Background: an optimization exercise with open tools, aiming at small area, a short achievable clock period and few clock cycles per item. Do not read the settings as production practice.
Function was checked by simulation only, so behaviour that the tests miss may differ from the original.
Power and IR drop assume default switching activity.

v44:
## lath_eval
module lath_eval (
    input  wire        clk,
    input  wire        rst,
    input  wire [31:0] origin_x,       
    input  wire [31:0] origin_y,       
    input  wire [31:0] pitch_x,        
    input  wire [31:0] pitch_y,        
    input  wire [31:0] lath_pitch,     
    input  wire [31:0] phase_offset,   
    input  wire [15:0] slant_num,      
    input  wire [15:0] slant_den,      
    input  wire        in_valid,
    output wire        in_ready,
    input  wire [13:0] px,
    input  wire [12:0] py,
    input  wire [1:0]  stripe,
    input  wire [15:0] corr,           
    output reg         out_valid,
    output wire [6:0]  v,
    output reg  [31:0] m,
    output reg  [15:0] corr_o,
    output wire [47:0] xo,             
    output wire [47:0] yo              
);
    reg [31:0] lp_r;                   
    reg [34:0] pol_r;                  
    reg [15:0] den_r;
    reg         pol_c;
    wire [17:0] pol_lo;
    wire [16:0] pol_hi;
    wire        pol_clo, pol_chi;
    add_sk #(18) u_pol_lo (.a(phase_offset[17:0]), .b({lp_r[15:0], 2'b00}), .cin(1'b0), .s(pol_lo), .co(pol_clo));
    add_sk #(17) u_pol_hi (.a({3'b0, phase_offset[31:18]}), .b({1'b0, lp_r[31:16]}), .cin(pol_c), .s(pol_hi), .co(pol_chi));
    always @(posedge clk) begin
  ...
For scale: roughly 4700 cells after synthesis, ~530 flip-flops, ~430 I/O pins, roughly 36000 µm² of cells after synthesis.
==> flow/config.mk <==
export PLATFORM = sky130hd
export DESIGN_NAME = lath_eval
export DESIGN_NICKNAME = lath_eval
export VERILOG_FILES = /design/flow/design.v
export SDC_FILE = /design/flow/constraint.sdc
export NUM_CORES = 4
export LEC_CHECK = 0
export ABC_AREA = 1
export CAP_MARGIN = 85
export CORE_MARGIN = 2
export CORE_UTILIZATION = 60
export PLACE_DENSITY = 0.75
export SLEW_MARGIN = 85
==> flow/constraint.sdc <==
create_clock -name core_clock -period 11.0 [get_ports {clk}]
set_input_delay 2.2000 -clock core_clock [delete_from_list [all_inputs] [get_ports {clk}]]
set_output_delay 2.2000 -clock core_clock [all_outputs]
set_load 0.01 [all_outputs]
run.sh (not shown) runs the stock make flow with config.mk's settings and CLKGATE_MAP_FILE= SYNTH_SCRIPT=/design/flow/synth_recipe.tcl, a recipe that flattens the netlist after the stock synthesis.
Testbench counts of v44, summed over its fixed seeds: cycles 26,240, items 1,536.
Input changes introduced in v52 (baseline for comparison: v44):
Settings: a change of CAP_MARGIN from 85 to 40; a change of SLEW_MARGIN from 85 to 70.
Findings:
In v52 the count of clock-buffer cells in the layout turned out about 6% higher than in v44. v52 leaves less setup margin than v44. v52 -> v44: final cycle utilization of the critical path flat. [diff] number of vias in the routed layout, v52 relative to v44: improvement. Number of cells traversed by the worst register-to-register path on v52 is down relative to v44. In the flow results for v52 and v44, the sequential portion of the cell area is larger on v52.
#### Input delta (v55 over v52)
Settings: changing CAP_MARGIN from 40 to 20; changing SLEW_MARGIN from 70 to 50.
### Flow results
The internal power of v55 falls short of that of v52 by 1.3%. v55 vs v52, slowest cell on the critical path: sky130_fd_sc_hd__a21boi_1 vs sky130_fd_sc_hd__clkdlybuf4s50_1. Compared to v52, v55 has minimum setup slack in the final design 0.23 ns lower. v55 — total design power about 0.8% lower, v52 as reference. Timing endpoint of the critical path = xacc[16]: v52; timing endpoint of the critical path = pol_r[16]: v55. Summary of v55 over v52: number of standard cells in the layout, taps in and fillers out stayed essentially flat; worst hold slack picked up an extra 0.026 ns; instance count on the critical path -4.
--- input diff v55..v15 ---
Settings: SLEW_MARGIN changed from 50 to 60; CAP_MARGIN changed from 20 to 60.
Findings:
v15: flow completed, timing, DRC and antenna clean
Row clock-buffer cell count: v15 higher / v55 lower
Re tightest slew margin relative to the limit: v15 and v55 aren't equal, and the lower value belongs to v55.
Final worst-path cycle share: v15 and v55 compared, lower one is v15
Diff v55 -> v15: area share of xor/xnor cells in the synthesized design was more or less identical; final area now sits higher.

---

## the previous run
lath_eval again, from the RTL that the note above started with.
Design lath_eval, start of the top module:
module lath_eval (
    input  wire        clk,
    input  wire        rst,
    input  wire [31:0] origin_x,       
    input  wire [31:0] origin_y,       
    input  wire [31:0] pitch_x,        
    input  wire [31:0] pitch_y,        
    input  wire [31:0] lath_pitch,     
    input  wire [31:0] phase_offset,   
    input  wire [15:0] slant_num,      
    input  wire [15:0] slant_den,      
    input  wire        in_valid,
    output wire        in_ready,
    input  wire [13:0] px,
    input  wire [12:0] py,
    input  wire [1:0]  stripe,
    input  wire [15:0] corr,           
    output reg         out_valid,
    output wire [6:0]  v,
    output reg  [31:0] m,
    output reg  [15:0] corr_o,
    output wire [47:0] xo,             
    output wire [47:0] yo              
);
    reg [31:0] lp_r;                   
    reg [34:0] pol_r;                  
    reg [15:0] den_r;
    reg         pol_c;
    wire [17:0] pol_lo;
    wire [16:0] pol_hi;
    wire        pol_clo, pol_chi;
    add_sk #(18) u_pol_lo (.a(phase_offset[17:0]), .b({lp_r[15:0], 2'b00}), .cin(1'b0), .s(pol_lo), .co(pol_clo));
    add_sk #(17) u_pol_hi (.a({3'b0, phase_offset[31:18]}), .b({1'b0, lp_r[31:16]}), .cin(pol_c), .s(pol_hi), .co(pol_chi));
    always @(posedge clk) begin
        pol_c <= pol_clo;
        pol_r <= {pol_hi, pol_lo};
        den_r <= slant_den;
    end
    reg  lnz;                          
    always @(posedge clk) lnz <= |lath_pitch;
    reg        a_free;
    reg        f_prei, f_pre, f_pk, f_pka, f_pkw, f_kml, f_h0, f_h, f_p, f_c, f_done;
    reg [5:0]  a_cnt;
    reg        a_last;                 
    reg        pvalid;                 
    reg        yk;                     
    reg        acin_r;                 
    reg        rk;                     
    reg [15:0] radd;                   
    reg        b_busy;
    reg        b_pre;
    reg        b_div;
    reg        b_dlast;                
    reg [4:0]  b_cnt;
    reg        b_last;                 
    reg        b_mcap;                 
    reg        b_vst;                  
    reg        o_org, o_pass, o_dbl, o_x2, o_xadd, o_yadd;
    reg        bl_r;                   
    reg        rdy_r;                  
    reg        f_hb;                   
    reg        csx;                    
    wire b_load   = bl_r;
    wire a_ready  = a_free | bl_r;
  ...
Settings: LEC_CHECK=0, ABC_AREA=1, CAP_MARGIN=70, CORE_MARGIN=2, CORE_UTILIZATION=60, PLACE_DENSITY=0.75, SLEW_MARGIN=70; clock period 11.0 ns.
Testbench counts of the previous run, summed over its fixed seeds: cycles 26,240, items 1,536.
diff inputs: the previous run => the current run
- changing SLEW_MARGIN from 70 to 20
- changing CAP_MARGIN from 70 to 20
### Flow results
The previous run → the current run: via count was more or less identical; share of cell area taken by flip-flops and latches higher. The current run vs. the previous run: part of the total power dissipated in combinational logic grew by 0.3 points; worst setup slack shrank by 420 ps. The current run completed every stage of the flow, and the final layout passed the timing, design-rule and antenna checks. The previous run: flow completed, timing, DRC and antenna clean.

## afterwards: timing with drivers on the ports
Ports are ideal in the flow. The routed layouts listed here were re-timed in OpenROAD.
Step 1 (the two cells are an assumption about what drives the block):
set clk [get_ports {clk}]
set_driving_cell -lib_cell sky130_fd_sc_hd__clkbuf_16 $clk
set_driving_cell -lib_cell sky130_fd_sc_hd__buf_2 [delete_from_list [all_inputs] $clk]
Step 2 adds t to the input delays and takes it off the output delays; t is the mean of the earliest and latest rising clock arrival at the registers after step 1. Input paths then give back, and output paths get back, about the clock's delay inside the block.
Three values: no drivers, after step 1, after step 2; two values: the first two.
run | t (ns) | setup slack, ns | worst data-port slew with drivers (ns)
v44 | 0.700 | 6.588 / 6.588 / 6.009 | 0.11
v52 | 0.685 | 6.578 / 6.608 / 5.923 | 0.13
v55 | 0.685 | 6.348 / 6.387 / 5.701 | 0.12
v15 | 0.676 | 6.538 / 6.575 / 5.899 | 0.12
the previous run | 0.681 | 6.636 / 6.665 / 5.984 | 0.12
the current run | 0.683 | 6.215 / 6.215 / 5.719 | 0.11
After both steps setup and hold are still met in every run listed. For v52, which loses most, drivers alone change the setup slack by +0.030 ns; drivers and shift together by -0.655 ns.
